Context: an optimization exercise on an open-source flow, tuned for small area, a short achievable clock period and few clock cycles. The choices shown serve that exercise and are no tape-out recipe. The RTL was checked by simulation tests, not by an equivalence proof against the original design.

==> v1: inputs <==
// cvu
module cvu (
    input  wire        clk,
    input  wire        rst,
    input  wire        req_valid,
    output wire        req_ready,
    input  wire        req_write,
    input  wire [11:0] req_addr,
    input  wire [31:0] req_wdata,
    output reg         rsp_valid,
    output reg  [31:0] rsp_rdata,
    output reg         alert
);
clock: 24.0 ns
lec_check: 0
cap_margin: 30
core_margin: 2
core_utilization: 30
place_density: 0.45
slew_margin: 30
standard.sh (not shown) runs the stock make flow with config.mk's settings and CLKGATE_MAP_FILE= SYNTH_SCRIPT=/design/flow/synth_recipe.tcl, a recipe that flattens the netlist after the stock synthesis.
==> flow/flow/run.sh <==
#!/bin/bash
set -euo pipefail
bash standard.sh SETUP_SLACK_MARGIN=18 CTS_CLUSTER_SIZE=25 CTS_CLUSTER_DIAMETER=80 CORE_UTILIZATION=45 PLACE_DENSITY=0.55 finish > standard.log 2>&1
==> v25: changes against v1 <==
--- a/flow/design.v
+++ b/flow/design.v
@@ -91,11 +91,10 @@
     reg [31:0] cnt_badw;
     reg        cfg_refin  [0:1];
     reg        cfg_refout [0:1];
     reg [3:0]  cfg_fl     [0:1];
     reg [6:0]  cfg_w      [0:1];
-    reg [5:0]  cfg_s      [0:1];     
     reg [63:0] poly   [0:1];
     reg [63:0] init   [0:1];
     reg [63:0] xorout [0:1];
     reg [63:0] fold   [0:1];
     reg [31:0] f64_lo [0:1];
@@ -119,20 +118,17 @@
     reg        f_st;        
     reg        f_mu;        
     reg        f_vf;        
     reg        f_rd;        
     reg        f_ctx;
-    reg        f_sA;        
-    reg        st_exec;     
     wire [63:0] vr0 = eng_ctx ? vB : vA;
     wire [63:0] vr1 = eng_ctx ? vA : vB;
     reg        ready_q;
     reg        rv, rw, rlov;
     reg [9:0]  ra;
     reg [31:0] rdw;
     reg        r_start_q, r_feed_q, r_f64h_q, r_vseth_q, r_rdv_q;
-    reg [10:0] r_wsel;    
     reg        room1_q, room2_q, idle0_q, idle1_q;
     assign req_ready = ready_q;
     wire       r_g     = (ra[9:3] == 7'd0);
     wire       r_c_hit = (ra[9:6] == 4'd1);
     wire       r_c     = ra[5];
@@ -177,12 +173,13 @@
         e_out = e_hi;
         for (j = 0; j < 32; j = j + 1)
             if (tops[j])
                 e_out = e_out ^ (e_pr >> (31 - j));
     end
-    wire [63:0] f_in  = f_st ? poly[f_ctx] : f_sA ? vA : vB;
-    wire [5:0]  f_s   = f_st ? cfg_s[f_ctx] : l_s[f_ctx];    
+    wire        f_a   = (f_ctx == eng_ctx);
+    wire [63:0] f_in  = f_st ? poly[f_ctx] : (f_a ? vA : vB);
+    wire [5:0]  f_s   = f_st ? 6'd0 - cfg_w[f_ctx][5:0] : l_s[f_ctx];
     wire [63:0] f_out = refl(f_in, f_s);
     wire        mq_ctx = (phase[1] == P_MQ);
     wire [15:1] mq_q   = q16(pr[mq_ctx][14:0]);
     wire        mu_ctx = f_ctx;
     wire [31:16] mu_q  = q32(pr[mu_ctx][30:0], mu_ctx == eng_ctx ? {mA[15:1], 1'b1} : {mB[15:1], 1'b1});
@@ -194,21 +191,22 @@
     wire r_stv    = r_start_q || r_vseth_q;
     wire r_rd_ok  = !r_rdv_q || (r_idle && f_rd);
     wire r_exec   = rv && (rw ? (r_room && (!r_stv || r_idle)) : r_rd_ok);
     wire wx       = r_exec && rw;           
     wire rdone    = r_exec && !rw;          
-    wire st_now   = st_exec;    
+    wire st_now   = wx && r_start;
     wire vs_now   = wx && r_vseth;
     wire rs0      = (phase[0] == P_RS);
     wire rs1      = (phase[1] == P_RS);
     wire st_go    = st_now || rs0 || rs1;
     wire st_ctx   = rs0 ? 1'b0 : rs1 ? 1'b1 : r_c;
     wire [3:0]  st_fl = cfg_fl[st_ctx];
     wire        st_f1 = st_go && st_fl != 4'd0;
     wire        st_f2 = st_go && st_fl > 4'd4;
     wire [1:0]  st_n1 = (st_fl >= 4'd4) ? 2'd3 : st_fl[1:0] - 2'd1;
     wire [1:0]  st_n2 = st_fl[1:0] - 2'd1;    
+    wire [6:0]  st_w  = cfg_w[st_ctx];
     wire        push1 = st_f1 || (wx && r_feed);
     wire        push2 = st_f2 || (wx && r_f64h);
     wire        p1_ctx  = st_go ? st_ctx : r_c;
     wire [1:0]  p1_n    = st_go ? st_n1 :
                           (r_off == O_FEED8) ? 2'd0 : (r_off == O_FEED16) ? 2'd1 : 2'd3;
@@ -269,22 +267,10 @@
                                             i_off == O_FEED32 || i_off == O_F64_HI);
     wire i_f64h  = req_write && i_c_hit && i_off == O_F64_HI;
     wire i_vseth = req_write && i_c_hit && i_off == O_VAL_H;
     wire i_rdv   = !req_write && i_c_hit && (i_off == O_VAL_L || i_off == O_VAL_H ||
                                              i_off == O_RES_L || i_off == O_RES_H);
-    wire [10:0] i_wsel;
-    assign i_wsel[0]  = req_write && i_c_hit && i_off == O_CFG;
-    assign i_wsel[1]  = req_write && i_c_hit && i_off == O_POLY_L;
-    assign i_wsel[2]  = req_write && i_c_hit && i_off == O_POLY_H;
-    assign i_wsel[3]  = req_write && i_c_hit && i_off == O_INIT_L;
-    assign i_wsel[4]  = req_write && i_c_hit && i_off == O_INIT_H;
-    assign i_wsel[5]  = req_write && i_c_hit && i_off == O_XOR_L;
-    assign i_wsel[6]  = req_write && i_c_hit && i_off == O_XOR_H;
-    assign i_wsel[7]  = req_write && i_c_hit && i_off == O_FOLD_L;
-    assign i_wsel[8]  = req_write && i_c_hit && i_off == O_FOLD_H;
-    assign i_wsel[9]  = req_write && i_c_hit && i_off == O_VAL_L;
-    assign i_wsel[10] = req_write && i_c_hit && i_off == O_F64_LO;
     wire x_start = acc ? i_start : r_start_q;
     wire x_stv   = acc ? (i_start || i_vseth) : r_stv;
     wire x_idle  = x_c ? idle1_n : idle0_n;
     wire rs_n0 = (phase_n[0] == P_RS), rs_n1 = (phase_n[1] == P_RS);
     wire mu_n0 = (phase_n[0] == P_MU), mu_n1 = (phase_n[1] == P_MU);
@@ -294,11 +280,10 @@
     wire g_vf  = !g_sf && !(mu_n0 || mu_n1) && (vf_n0 || vf_n1);
     wire g_rd  = !g_sf && !(mu_n0 || mu_n1) && !(vf_n0 || vf_n1);
     wire g_ctx = g_sf ? (rs_n0 ? 1'b0 : rs_n1 ? 1'b1 : x_c) :
                  g_mu ? !mu_n0 : g_vf ? !vf_n0 : x_c;
     wire eng_ctx_n = (fcnt_n != 3'd0) ? fctx_n[0] : eng_ctx;
-    wire        g_vctx = (mu_n0 || mu_n1) ? !mu_n0 : (vf_n0 || vf_n1) ? !vf_n0 : x_c;
     wire swap = (eng_ctx_n != eng_ctx);
     wire [63:0] r_res = (l_refout[r_c] ? (r_c ? vr1 : vr0) : f_out) ^ l_xor[r_c];
     reg  [31:0] rdata;
     always @(*) begin
         rdata = 32'd0;
@@ -379,12 +364,10 @@
             room1_q   <= 1'b1;
             room2_q   <= 1'b1;
             idle0_q   <= 1'b0;
             idle1_q   <= 1'b0;
             f_st      <= 1'b1;      
-            f_sA      <= 1'b0;
-            st_exec   <= 1'b0;
             f_mu      <= 1'b0;
             f_vf      <= 1'b0;
             f_rd      <= 1'b0;
             f_ctx     <= 1'b0;
             for (i = 0; i < NF; i = i + 1)
@@ -392,11 +375,10 @@
             for (k = 0; k < 2; k = k + 1) begin
                 cfg_refin[k]  <= 1'b1;
                 cfg_refout[k] <= 1'b1;
                 cfg_fl[k]     <= 4'd0;
                 cfg_w[k]      <= 7'd32;
-                cfg_s[k]      <= 6'd32;
                 poly[k]       <= 64'h0000_0000_04C1_1DB7;
                 init[k]       <= 64'h0000_0000_FFFF_FFFF;
                 xorout[k]     <= 64'h0000_0000_FFFF_FFFF;
                 fold[k]       <= 64'd0;
                 f64_v[k]      <= 1'b0;
@@ -416,12 +398,10 @@
             room1_q   <= fcnt_n <= NF - 1;
             room2_q   <= fcnt_n <= NF - 2;
             idle0_q   <= idle0_n;
             idle1_q   <= idle1_n;
             f_st      <= g_sf;
-            f_sA      <= (g_vctx == eng_ctx_n);
-            st_exec   <= x_v && x_start && x_idle && (fcnt_n <= NF - 2);
             f_mu      <= g_mu;
             f_vf      <= g_vf;
             f_rd      <= g_rd;
             f_ctx     <= g_ctx;
             for (i = 0; i < NF; i = i + 1)
@@ -433,30 +413,33 @@
             if (wacc && i_c_hit && i_off == O_F64_HI)
                 f64_v[i_c] <= 1'b0;
             if (wx && r_g && r_off == 5'd2) begin
                 if (rdw == 32'd0)
                     cnt_badw <= 32'd0;
-            end else if (rv && r_wsel[0] && (r_bad_w || r_bad_fl) &&
+            end else if (wx && r_c_hit && r_off == O_CFG && (r_bad_w || r_bad_fl) &&
                          cnt_badw != 32'hFFFF_FFFF) begin
                 cnt_badw <= cnt_badw + 32'd1;
             end
-            if (rv) begin
-                if (r_wsel[0]) begin
-                    cfg_refin[r_c]  <= rdw[31];
-                    cfg_refout[r_c] <= rdw[30];
-                    if (!r_bad_w)  begin cfg_w[r_c] <= r_nw; cfg_s[r_c] <= 6'd0 - r_nw[5:0]; end
-                    if (!r_bad_fl) cfg_fl[r_c] <= r_nfl;
-                end
-                if (r_wsel[1])  poly[r_c][31:0]    <= rdw & r_mask[31:0];
-                if (r_wsel[2])  poly[r_c][63:32]   <= rdw & r_mask[63:32];
-                if (r_wsel[3])  init[r_c][31:0]    <= rdw & r_mask[31:0];
-                if (r_wsel[4])  init[r_c][63:32]   <= rdw & r_mask[63:32];
-                if (r_wsel[5])  xorout[r_c][31:0]  <= rdw & r_mask[31:0];
-                if (r_wsel[6])  xorout[r_c][63:32] <= rdw & r_mask[63:32];
-                if (r_wsel[7])  fold[r_c][31:0]    <= rdw;
-                if (r_wsel[8])  fold[r_c][63:32]   <= rdw;
-                if (r_wsel[9])  val_lo[r_c]        <= rdw;
+            if (wx && r_c_hit) begin
+                case (r_off)
+                    O_CFG: begin
+                        cfg_refin[r_c]  <= rdw[31];
+                        cfg_refout[r_c] <= rdw[30];
+                        if (!r_bad_w)  cfg_w[r_c]  <= r_nw;
+                        if (!r_bad_fl) cfg_fl[r_c] <= r_nfl;
+                    end
+                    O_POLY_L: poly[r_c][31:0]    <= rdw & r_mask[31:0];
+                    O_POLY_H: poly[r_c][63:32]   <= rdw & r_mask[63:32];
+                    O_INIT_L: init[r_c][31:0]    <= rdw & r_mask[31:0];
+                    O_INIT_H: init[r_c][63:32]   <= rdw & r_mask[63:32];
+                    O_XOR_L:  xorout[r_c][31:0]  <= rdw & r_mask[31:0];
+                    O_XOR_H:  xorout[r_c][63:32] <= rdw & r_mask[63:32];
+                    O_FOLD_L: fold[r_c][31:0]    <= rdw;
+                    O_FOLD_H: fold[r_c][63:32]   <= rdw;
+                    O_VAL_L:  val_lo[r_c]        <= rdw;
+                    default: ;
+                endcase
             end
         end
     end
     always @(posedge clk) begin
         rsp_rdata <= rdata;
@@ -468,31 +451,32 @@
             r_start_q <= i_start;
             r_feed_q  <= i_feed;
             r_f64h_q  <= i_f64h;
             r_vseth_q <= i_vseth;
             r_rdv_q   <= i_rdv;
-            r_wsel    <= i_wsel;
         end
-        if (rv && r_wsel[10])
+        if (wx && r_c_hit && r_off == O_F64_LO)
             f64_lo[r_c] <= rdw;
         for (i = 0; i < NF; i = i + 1) begin
             fctx[i]  <= fctx_n[i];
             fn[i]    <= fn_n[i];
             fdata[i] <= fdata_n[i];
         end
-        if (wx && r_feed)
-            count[r_c] <= cnt_sum[32] ? 32'hFFFF_FFFF : cnt_sum[31:0];
-        vA  <= (d_go && !swap) ? e_out : swap ? vB_n : vA_r;
-        vB  <= (d_go && swap)  ? e_out : swap ? vA_r : vB_n;
-        mA  <= swap ? mB_n : mA_n;
-        mB  <= swap ? mA_n : mB_n;
-        riA <= swap ? riB_n : riA_n;
-        riB <= swap ? riA_n : riB_n;
-        if (st_go) begin
-            l_refout[st_ctx] <= cfg_refout[st_ctx];
-            l_s[st_ctx]      <= cfg_s[st_ctx];
-            l_xor[st_ctx]    <= xorout[st_ctx] & (st_ctx ? cmask1 : cmask0);
-            pr[st_ctx]       <= f_out;
-            count[st_ctx]    <= 32'd0;
+        if (!rst) begin
+            if (wx && r_feed)
+                count[r_c] <= cnt_sum[32] ? 32'hFFFF_FFFF : cnt_sum[31:0];
+            vA  <= (d_go && !swap) ? e_out : swap ? vB_n : vA_r;
+            vB  <= (d_go && swap)  ? e_out : swap ? vA_r : vB_n;
+            mA  <= swap ? mB_n : mA_n;
+            mB  <= swap ? mA_n : mB_n;
+            riA <= swap ? riB_n : riA_n;
+            riB <= swap ? riA_n : riB_n;
+            if (st_go) begin
+                l_refout[st_ctx] <= cfg_refout[st_ctx];
+                l_s[st_ctx]      <= 6'd0 - st_w[5:0];
+                l_xor[st_ctx]    <= xorout[st_ctx] & (st_ctx ? cmask1 : cmask0);
+                pr[st_ctx]       <= f_out;
+                count[st_ctx]    <= 32'd0;
+            end
         end
     end
 endmodule
==> flow/flow/run.sh (replaced) <==
#!/bin/bash
set -euo pipefail
bash standard.sh SETUP_SLACK_MARGIN=18 finish > standard.log 2>&1
==> qor.txt <==
WL met3: 89.49 mm
status: complete, no violations
hpwl dp: 396.3 mm
worst skew pair latency: 0.85 ns
slew at the pin with the worst max-slew slack: 1.181 ns
Post-synth EDFFs: 1172
row cnt: 189
worst reg2reg path depth: 15
The numbers above come from v1.

==> qor.txt <==
worst skew pair latency: 0.95 ns
hpwl dp: 419.5 mm
worst reg2reg path depth: 14
commonest non-fill, non-tap cell in the layout: nor2_1
antenna cells: 31
slew at the pin with the worst max-slew slack: 1.173 ns
status: complete, no violations
row cnt: 233
The numbers above come from v25.

Testbench counts of v1, summed over its fixed seeds: cycles 35,877.
Testbench counts of v25, summed over its fixed seeds: cycles 35,877.

re-timing with driven ports:
Ports are ideal in the flow. The routed layouts listed here were re-timed in OpenROAD.
Step 1, drivers: a clkbuf_16 drives clk and a buf_2 each remaining input, both assumed.
Step 2 also shifts input and output timing later by t, the mid clock arrival at the registers, as if the neighbouring blocks saw the same clock.
Slacks: ideal / step 1 / step 2; pairs: ideal / step 1.
run	t, ns	setup WS [ns]	clock arrival spread, ns
v1	0.927	17.643 / 17.643 / 17.145	0.073 / 0.072
v25	0.974	17.808 / 17.703 / 17.056	0.165 / 0.166
After both steps every run listed still meets setup and hold. The setup slack of v25, which loses most, moves by -0.105 ns with the drivers and by -0.752 ns with both steps.
